Background: an optimization exercise with open tools, aiming at small area, a short achievable clock period and few clock cycles. Do not read the settings as production practice.
Only simulation tests tie the RTL to the original design; equivalence was not proved.

--- design.v ---
module wave_synth (
    input  wire        clk,
    input  wire        rst,
    input  wire        seg_valid,
    input  wire [31:0] seg_data,      
    input  wire        seg_last,
    output reg         seg_ready,
    output reg         out_valid,
    output wire [15:0] out_sample,
    output reg         out_last
);
    localparam [1:0] SH_HOLD = 2'd0, SH_LINEAR = 2'd1, SH_SCURVE = 2'd2;
    localparam [1:0] S_IDLE = 2'd0, S_HORN = 2'd1, S_COMBO = 2'd2, S_RUN = 2'd3;
    localparam [2:0] OP_NOP = 3'd0, OP_SIGN = 3'd1, OP_HORN = 3'd2, OP_COMBO = 3'd3,
                     OP_RUN = 3'd4, OP_HLOAD = 3'd5;
    function [15:0] dadd;              
        input [14:0] a, b;
        input        cin;
        input        f;
        input [14:0] mm1;              
        reg   [15:0] s, m;
        reg   [16:0] t;
        begin
            m    = f ? {1'b0, mm1} : 16'd0;
            s    = {1'b0, a} + {1'b0, b} + {15'd0, cin};
            t    = {1'b0, s} + {1'b0, ~m};
            dadd = t[16] ? {1'b1, t[14:0]} : {1'b0, s[14:0]};
        end
    endfunction
    reg [1:0]  state;
    reg [13:0] rem;
    reg        full, pre;
    reg [15:0] b_level;
    reg [13:0] b_dur;                 
    reg [1:0]  b_shape;
    reg        b_last;
    reg [15:0] c_level, c_prev;
    reg [13:0] dm1;
    reg [1:0]  c_shape;
    reg        c_last;
    reg        dm1_ld;
    reg [21:0] R1, R3;
    reg [14:0] A1, B1, C1, E1;
    reg [13:0] A2, B2, C2, E2;
    reg [13:0] A3, B3, C3, E3;
    reg [15:0] A4, B4, C4, E4;
    reg        cA2, cB2, cC2, cE2, cA3, cB3, cC3, cE3, cA4, cB4, cC4, cE4;
    reg [2:0]  op2, op3, op4;
    reg        sc2, sc3, sc4;
    reg [3:0]  sg2, sg3, sg4;
    reg        v2, v3, v4, l2, l3, l4;
    assign out_sample = A4;
    wire [15:0] base  = c_last ? 16'd0 : c_level;
    wire [16:0] delta = {b_level[15], b_level} - {base[15], base};
    wire [21:0] d1x   = {{5{delta[16]}}, delta};
    wire [21:0] d2x   = {d1x[20:0], 1'b0};
    wire [21:0] d3x   = d1x + d2x;
    wire        ready   = full && pre;
    wire        xfer    = (state == S_IDLE) && ready && (op3 != OP_COMBO);
    wire        x_hold  = (b_shape == SH_HOLD);
    wire        can_pre = full && !pre && (state != S_HORN) && !xfer;
    reg  [2:0] op1;
    reg        step, slast;
    always @(*) begin
        op1   = OP_NOP;
        step  = 1'b0;
        slast = 1'b0;
        case (state)
            S_IDLE: if (xfer) begin
                op1   = x_hold ? OP_HLOAD : OP_SIGN;
                step  = x_hold;
                slast = x_hold && (b_dur == 14'd0) && b_last;
            end
            S_HORN:  op1 = OP_HORN;
            S_COMBO: op1 = OP_COMBO;
            S_RUN: begin
                op1   = (c_shape == SH_HOLD) ? OP_NOP : OP_RUN;
                step  = 1'b1;
                slast = (rem == 14'd0) && c_last;
            end
        endcase
    end
    wire [1:0]  sh1  = (state == S_IDLE) ? b_shape : c_shape;
    wire        sc1  = (sh1 == SH_SCURVE);
    wire [13:0] dmA  = ((state == S_IDLE) || dm1_ld) ? b_dur : dm1;    
    wire [13:0] dmB  = (op2 == OP_SIGN) ? b_dur : dm1;                 
    wire [13:0] dmC  = dm1;                                            
    wire        bA = sc1 ? ~R1[19] : 1'b1;
    wire        bB = R3[21];
    wire        bC = sc1 ? R3[20] : 1'b0;
    wire        bE = sc1 ? ~R3[18] : 1'b0;
    wire [3:0]  sg1 = {bA, bB, bC, bE};
    wire fw1  = !(sc1 && (op1 == OP_HORN || op1 == OP_SIGN));        
    wire f2   = sc2, f3 = sc3;
    wire [14:0] m1a = {dmA, 1'b1};
    wire        ciA1 = (op1 == OP_HORN) ? bA : 1'b0;
    wire        ciB1 = (op1 == OP_HORN) ? bB : (op1 == OP_COMBO);
    wire        ciC1 = (op1 == OP_HORN) ? bC : sc1;
    wire        ciE1 = bE;
    wire [14:0] oA1  = (op1 == OP_HORN) ? A1 : B1;
    wire [14:0] oB1  = (op1 == OP_HORN) ? B1 : (op1 == OP_COMBO) ? A1 : C1;
    wire [14:0] oC1  = (op1 == OP_HORN) ? C1 : E1;
    wire [15:0] sA1  = dadd(A1, oA1, ciA1, 1'b1, m1a);
    wire [15:0] sB1  = dadd(B1, oB1, ciB1, fw1,  m1a);
    wire [15:0] sC1  = dadd(C1, oC1, ciC1, fw1,  m1a);
    wire [15:0] sE1  = dadd(E1, E1,  ciE1, 1'b1, m1a);
    wire [14:0] oA2  = (op2 == OP_HORN) ? {1'b0, A2} : {1'b0, B2};
    wire [14:0] oB2  = (op2 == OP_HORN) ? {1'b0, B2} : (op2 == OP_COMBO) ? {1'b0, A2} : {1'b0, C2};
    wire [14:0] oC2  = (op2 == OP_HORN) ? {1'b0, C2} : {1'b0, E2};
    wire [15:0] sA2  = dadd({1'b0, A2}, oA2, cA2, f2, {1'b0, dmB});
    wire [15:0] sB2  = dadd({1'b0, B2}, oB2, cB2, f2, {1'b0, dmB});
    wire [15:0] sC2  = dadd({1'b0, C2}, oC2, cC2, f2, {1'b0, dmB});
    wire [15:0] sE2  = dadd({1'b0, E2}, {1'b0, E2}, cE2, f2, {1'b0, dmB});
    wire [14:0] oA3  = (op3 == OP_HORN) ? {1'b0, A3} : {1'b0, B3};
    wire [14:0] oB3  = (op3 == OP_HORN) ? {1'b0, B3} : (op3 == OP_COMBO) ? {1'b0, A3} : {1'b0, C3};
    wire [14:0] oC3  = (op3 == OP_HORN) ? {1'b0, C3} : {1'b0, E3};
    wire [15:0] sA3  = dadd({1'b0, A3}, oA3, cA3, f3, {1'b0, dmC});
    wire [15:0] sB3  = dadd({1'b0, B3}, oB3, cB3, f3, {1'b0, dmC});
    wire [15:0] sC3  = dadd({1'b0, C3}, oC3, cC3, f3, {1'b0, dmC});
    wire [15:0] sE3  = dadd({1'b0, E3}, {1'b0, E3}, cE3, f3, {1'b0, dmC});
    wire [15:0] oA4  = (op4 == OP_HORN) ? A4 : B4;
    wire [15:0] oB4  = (op4 == OP_HORN) ? B4 : (op4 == OP_COMBO) ? A4 : C4;
    wire [15:0] oC4  = (op4 == OP_HORN) ? C4 : E4;
    wire [15:0] sA4  = A4 + oA4 + {15'd0, cA4};
    wire [15:0] sB4  = B4 + oB4 + {15'd0, cB4};
    wire [15:0] sC4  = C4 + oC4 + {15'd0, cC4};
    wire [15:0] sE4  = E4 + E4  + {15'd0, cE4};
    wire [13:0] dcur = dm1 + 14'd1;
    wire        dodd = dcur[0];
    always @(posedge clk) begin
        cA2 <= sA1[15]; cB2 <= sB1[15]; cC2 <= sC1[15]; cE2 <= sE1[15];
        cA3 <= sA2[15]; cB3 <= sB2[15]; cC3 <= sC2[15]; cE3 <= sE2[15];
        cA4 <= sA3[15]; cB4 <= sB3[15]; cC4 <= sC3[15]; cE4 <= sE3[15];
        case (op1)
            OP_SIGN: begin
                A1 <= bA ? m1a : 15'd0;
                B1 <= (bB && fw1) ? m1a : 15'd0;
                C1 <= (bC && fw1) ? m1a : 15'd0;
                E1 <= bE ? m1a : 15'd0;
            end
            OP_HORN: begin
                A1 <= sA1[14:0]; B1 <= sB1[14:0]; C1 <= sC1[14:0]; E1 <= sE1[14:0];
            end
            OP_COMBO: begin
                A1 <= (dodd || !sc1) ? {1'b0, dcur} : 15'd0;
                B1 <= sB1[14:0]; C1 <= sC1[14:0];
            end
            OP_RUN: begin
                A1 <= sA1[14:0]; B1 <= sB1[14:0]; C1 <= sC1[14:0];
            end
            default: ;
        endcase
        case (op2)
            OP_SIGN: begin
                A2 <= (sg2[3] && f2) ? dmB : 14'd0;
                B2 <= (sg2[2] && f2) ? dmB : 14'd0;
                C2 <= (sg2[1] && f2) ? dmB : 14'd0;
                E2 <= (sg2[0] && f2) ? dmB : 14'd0;
            end
            OP_HORN: begin
                A2 <= sA2[13:0]; B2 <= sB2[13:0]; C2 <= sC2[13:0]; E2 <= sE2[13:0];
            end
            OP_COMBO: begin
                A2 <= (sc2 && dodd) ? {1'b0, dcur[13:1]} : 14'd0;
                B2 <= sB2[13:0]; C2 <= sC2[13:0];
            end
            OP_RUN: begin
                A2 <= sA2[13:0]; B2 <= sB2[13:0]; C2 <= sC2[13:0];
            end
            default: ;
        endcase
        case (op3)
            OP_SIGN: begin
                A3 <= (sg3[3] && f3) ? dmC : 14'd0;
                B3 <= (sg3[2] && f3) ? dmC : 14'd0;
                C3 <= (sg3[1] && f3) ? dmC : 14'd0;
                E3 <= (sg3[0] && f3) ? dmC : 14'd0;
            end
            OP_HORN: begin
                A3 <= sA3[13:0]; B3 <= sB3[13:0]; C3 <= sC3[13:0]; E3 <= sE3[13:0];
            end
            OP_COMBO: begin
                A3 <= sc3 ? {1'b0, dcur[13:1]} : 14'd0;
                B3 <= sB3[13:0]; C3 <= sC3[13:0];
            end
            OP_RUN: begin
                A3 <= sA3[13:0]; B3 <= sB3[13:0]; C3 <= sC3[13:0];
            end
            default: ;
        endcase
        case (op4)
            OP_SIGN: begin
                A4 <= {16{sg4[3]}}; B4 <= {16{sg4[2]}}; C4 <= {16{sg4[1]}}; E4 <= {16{sg4[0]}};
            end
            OP_HORN: begin
                A4 <= sA4; B4 <= sB4; C4 <= sC4; E4 <= sE4;
            end
            OP_COMBO: begin
                A4 <= c_prev; B4 <= sB4; C4 <= sC4;
            end
            OP_RUN: begin
                A4 <= sA4; B4 <= sB4; C4 <= sC4;
            end
            OP_HLOAD: A4 <= c_level;
            default: ;
        endcase
    end
    always @(posedge clk) begin
        if (rst) begin
            state     <= S_IDLE;
            full      <= 1'b0;
            pre       <= 1'b0;
            seg_ready <= 1'b1;
            c_last    <= 1'b1;
            dm1_ld    <= 1'b0;
            op2 <= OP_NOP; op3 <= OP_NOP; op4 <= OP_NOP;
            v2 <= 1'b0; v3 <= 1'b0; v4 <= 1'b0;
            l2 <= 1'b0; l3 <= 1'b0; l4 <= 1'b0;
            out_valid <= 1'b0;
            out_last  <= 1'b0;
        end else begin
            op2 <= op1;  op3 <= op2;  op4 <= op3;
            v2 <= step;  v3 <= v2;    v4 <= v3;  out_valid <= v4;
            l2 <= slast; l3 <= l2;    l4 <= l3;  out_last  <= l4;
            dm1_ld <= xfer;
            if (!full && seg_valid) begin
                full      <= 1'b1;
                seg_ready <= 1'b0;
            end
            if (can_pre)
                pre <= 1'b1;
            case (state)
                S_IDLE: if (xfer) begin
                    full      <= 1'b0;
                    pre       <= 1'b0;
                    seg_ready <= 1'b1;
                    c_last    <= b_last;
                    if (x_hold) begin
                        if (b_dur != 14'd0) begin
                            rem   <= b_dur - 14'd1;
                            state <= S_RUN;
                        end
                    end else begin
                        rem   <= 14'd20;
                        state <= S_HORN;
                    end
                end
                S_HORN: begin
                    rem <= rem - 14'd1;
                    if (rem == 14'd0)
                        state <= S_COMBO;
                end
                S_COMBO: begin
                    rem    <= dm1;
                    state  <= S_RUN;
                end
                S_RUN: begin
                    rem <= rem - 14'd1;
                    if (rem == 14'd0)
                        state <= S_IDLE;
                end
            endcase
        end
    end
    always @(posedge clk) begin
        if (!full) begin
            b_level <= seg_data[15:0];
            b_dur   <= seg_data[29:16];
            b_shape <= seg_data[31:30];
            b_last  <= seg_last;
        end
        if (can_pre) begin
            R1    <= d1x;
            R3    <= (b_shape == SH_LINEAR) ? d2x : d3x;
            b_dur <= b_dur - 14'd1;
        end
        if (op1 == OP_SIGN || op1 == OP_HORN) begin
            R1 <= {R1[20:0], 1'b0};
            R3 <= {R3[20:0], 1'b0};
        end
        if (dm1_ld)
            dm1 <= b_dur;
        if (xfer) begin
            c_level <= b_level;
            c_shape <= b_shape;
            c_prev  <= base;
        end
        sc2 <= sc1; sc3 <= sc2; sc4 <= sc3;
        sg2 <= sg1; sg3 <= sg2; sg4 <= sg3;
    end
endmodule
--- run.sh ---
#!/bin/bash
# synth_recipe.tcl (not shown) runs the flow's synth.tcl, then flattens the netlist and writes it again
# the make line also repeats each setting of config.mk as NAME=value (left out here)
make -C /OpenROAD-flow-scripts/flow DESIGN_CONFIG=/design/flow/config.mk WORK_HOME=/design/flow/orfs CLKGATE_MAP_FILE= SYNTH_SCRIPT=/design/flow/synth_recipe.tcl finish
--- config.mk ---
export PLATFORM = sky130hd
export DESIGN_NAME = wave_synth
export DESIGN_NICKNAME = wave_synth
export VERILOG_FILES = /design/flow/design.v
export SDC_FILE = /design/flow/constraint.sdc
export NUM_CORES = 4
export LEC_CHECK = 0
export CAP_MARGIN = 20
export CORE_MARGIN = 2
export CORE_UTILIZATION = 40
export SLEW_MARGIN = 20
--- constraint.sdc ---
create_clock -name core_clock -period 20.0 [get_ports {clk}]
set_input_delay 4.0000 -clock core_clock [delete_from_list [all_inputs] [get_ports {clk}]]
set_output_delay 4.0000 -clock core_clock [all_outputs]
set_load 0.01 [all_outputs]
==> results.ini <==
[outcome]
status=no timing/DRC/antenna violations

[global_route]
antenna_found_initial=1
first_global_vias=29300
grt_pass1_wl_um=167000
overflow=0
grt_use_total=0.213
grt_max_degree=59

[synthesis]
yosys_warnings=1
synth_edf_count=371
netlist.area_leader.share=0.294
ys_ff_latch=423
synth_top_area_cell=edfxtp_1
synth_fp_nets=4623
syn_area_per_cell_um2=9.08
yosys-top-cells-count=nand2_1 (490), ha_1 (373), edfxtp_1 (371)
synth_most_common_cell=nand2_1
netlist_area_um2=37900
syn_inst=4176
synth_ff_type=edfxtp_1
yosysSeqAreaShare=0.321
synth_cell_types=92
synthTopCellsByArea=edfxtp_1 (29%), ha_1 (12%), mux2i_1 (6.2%)
async_flop_share=0

[routing]
vias=31400
drc=0
ant_nets=0
drt_iter0_drc=2632
wl_per_cell_um=19.4
via_per_inst=5.72
wl_um=107000
drtPass1Iterations=6

[place]
port-buffer-count=54
hpwl_um=79900
routabilityCongestion=0.894

[clocking]
clockBufferDepth=3
postCtsHoldBufs=0
cts_root_buf=clkbuf_16
cts_tree=yes
cts.repair.resized=0
clkSinkCount=423
cts_buffers=51
cts_setup_buffers=0
insertion_delay_ps=630
clk_pin_slew_worst_paths_ps=60
htree_num_levels=2

[floorplan]
die_w_um=312
fp.coreArea_um2=93600
io_pins=55
dieArea_um2=97300
row_count=112
fp.dieH_um=312
start_util=0.405

[final_layout]
diodes=0
top_regs=R3: 22 flops, R1: 20 flops
nNetsFinal=4643
fillers=9143
largest_reg_flops=22
largest_register=R3
syn2layout_area_growth_pct=10.2
drive_gt1_frac=0.0736

[run]
drv_cap=0

[hold_path]
hold_class=flop to flop
hold_depth=0
min_to=sg4[0]
hp-start=sg3[0]

[sta]
timing.fmax_mhz=140
maxSlewHeadroom=0.232
whs_ps=367
setup_viol=0
tightest_slew_ps=1150
rsz0062_at_grt=false
finClkSkew_ps=18.8
hold_viol=0
finalMaxSlewViolations=0
finalSetupTns_ps=0
fin_crit_sh=0.356
period_minus_slack_ps=7120

[setup_path]
r2r-start=state[0]
critPathCaptureType=flop
reg2reg_depth=24
criticalPathCategory=flop to flop
crit_top_cell=inv_1
cpMaxStageDelayCell=ha_1
required_ps=20430
cp_cell_sequence=inv_1, ha_1, nand3_1, a21o_1, clkinv_1, buf_4, nor2_1, nor3b_2, or2_2, buf_4, nand2_2, inv_1, ha_1, inv_1, fa_1, nor2b_1, o31a_1, o211ai_1, a31o_2, o21ai_0, nand2_1, nand2_1, mux2_2, o22ai_1
crit_fanout=56
r2r-end=B1[1]
cp_slowest_stage_delay_ps=710
crit_buf_inv=6
reg2reg_setup_slack_ps=12880
cp_top_family=simple AND/OR/NAND/NOR gates
setup.worst_path.start_class=flop
arrival_ps=7550

layer usage:
metal  global-route usage  share of wire  vias up  wire (um)
li1                     -              -    15500          -
met1                0.304           0.47    14900      50100
met2                0.335           0.44      858      46700
met3               0.0349          0.062      157       6640
met4               0.0579          0.029        0       3050
met5                    0              0        -          0
layout make-up:
class | count | area (um^2) | area share
Inverter | 145 | 544 | 0.0130
Clock inverter | 21 | 201 | 0.00482
Clock buffer | 75 | 1580 | 0.0378
Timing Repair Buffer | 125 | 1070 | 0.0257
Sequential cell | 423 | 12200 | 0.291
Tap cell | 1254 | 1570 | 0.0375
Multi-Input combinational cell | 3450 | 24700 | 0.590
logic make-up after synthesis:
family,Yosys count,synth area share
multiplexers,297,0.0804
AND/OR/NAND/NOR,1301,0.157
adder cells (fa/ha/maj),411,0.143
XOR/XNOR,315,0.0727
buffers and inverters,303,0.0313
AO/OA/AOI/OAI,1126,0.195
flip-flops,423,0.321
worst reg2reg max path: cells and delay by family (launching register included):
family,cells,cell delay [ps]
adder cells (fa/ha/maj),3,1370
flip-flops,1,350
AO/OA/AOI/OAI,6,1290
AND/OR/NAND/NOR,8,2110
buffers and inverters,6,1390
multiplexers,1,420
stage by stage:
step / std cells / instance area [um^2] / setup WS, ps / utilization
floorplan: 4176 / 37900 / 14270 / -
finish: 5493 / 41800 / 12880 / 0.447
CTS: 5493 / 41800 / 12850 / 0.447
global placement: 5397 / 40000 / 13120 / 0.427
detailed placement: 5397 / 40000 / 12900 / 0.427
global route: 5493 / 41800 / 12210 / 0.447
placed cells by master, fill, tap and decap left out, types with 51 or more instances in the layout:
cell             synthesis  routed
nor2_1                 314     311
inv_1                  144     143
nand3_1                 81      81
dfxtp_1                 52      51
a21oi_1                238     234
buf_4                    1      71
nor2b_1                 56      54
clkbuf_16                0      56
o22ai_1                 82      82
mux2_2                  62      62
o21ai_0                291     290
o21a_1                  67      67
xnor2_1                231     230
clkdlybuf4s50_1          0      54
nor3_1                 114     114
edfxtp_1               371     371
xor2_1                  84      84
nand2_1                490     490
a21o_1                  82      82
ha_1                   373     371
nand2b_1                71      71
mux2i_1                235     235
worst max path at each step:
stage,from,endpoint,slack [ps],depth (start not counted)
after global placement,state[0],B1[1],13120,24
after detailed placement,state[0],B1[1],12900,24
after global routing,state[0],B1[1],12210,24
final,state[0],B1[1],12880,24
after floorplan,rst,rem[0],14270,2
after CTS,state[0],B1[1],12850,24
Testbench counts, summed over its fixed seeds: cycles 139,246.

-- re-timing with driven ports --
Ports are ideal in the flow. The routed layout listed here was re-timed in OpenROAD. Step 1, drivers: a clkbuf_16 drives clk and a buf_2 each remaining input, both assumed. Step 2 moves the port delays by t, midway between the first and last clock arrival at a register: inputs arrive t later, outputs are due t later. That takes back most of the time a late clock gives input paths. Three values: ideal, step 1, step 2; two values: the first two.
t, ns: 0.693
setup WS [ns]: 12.881 / 12.881 / 12.881
worst register clock-pin slew, ns: 0.07 / 0.07
After both steps this run still meets setup and hold. The setup slack of this run moves by 0.000 ns with the drivers and by 0.000 ns with both steps.
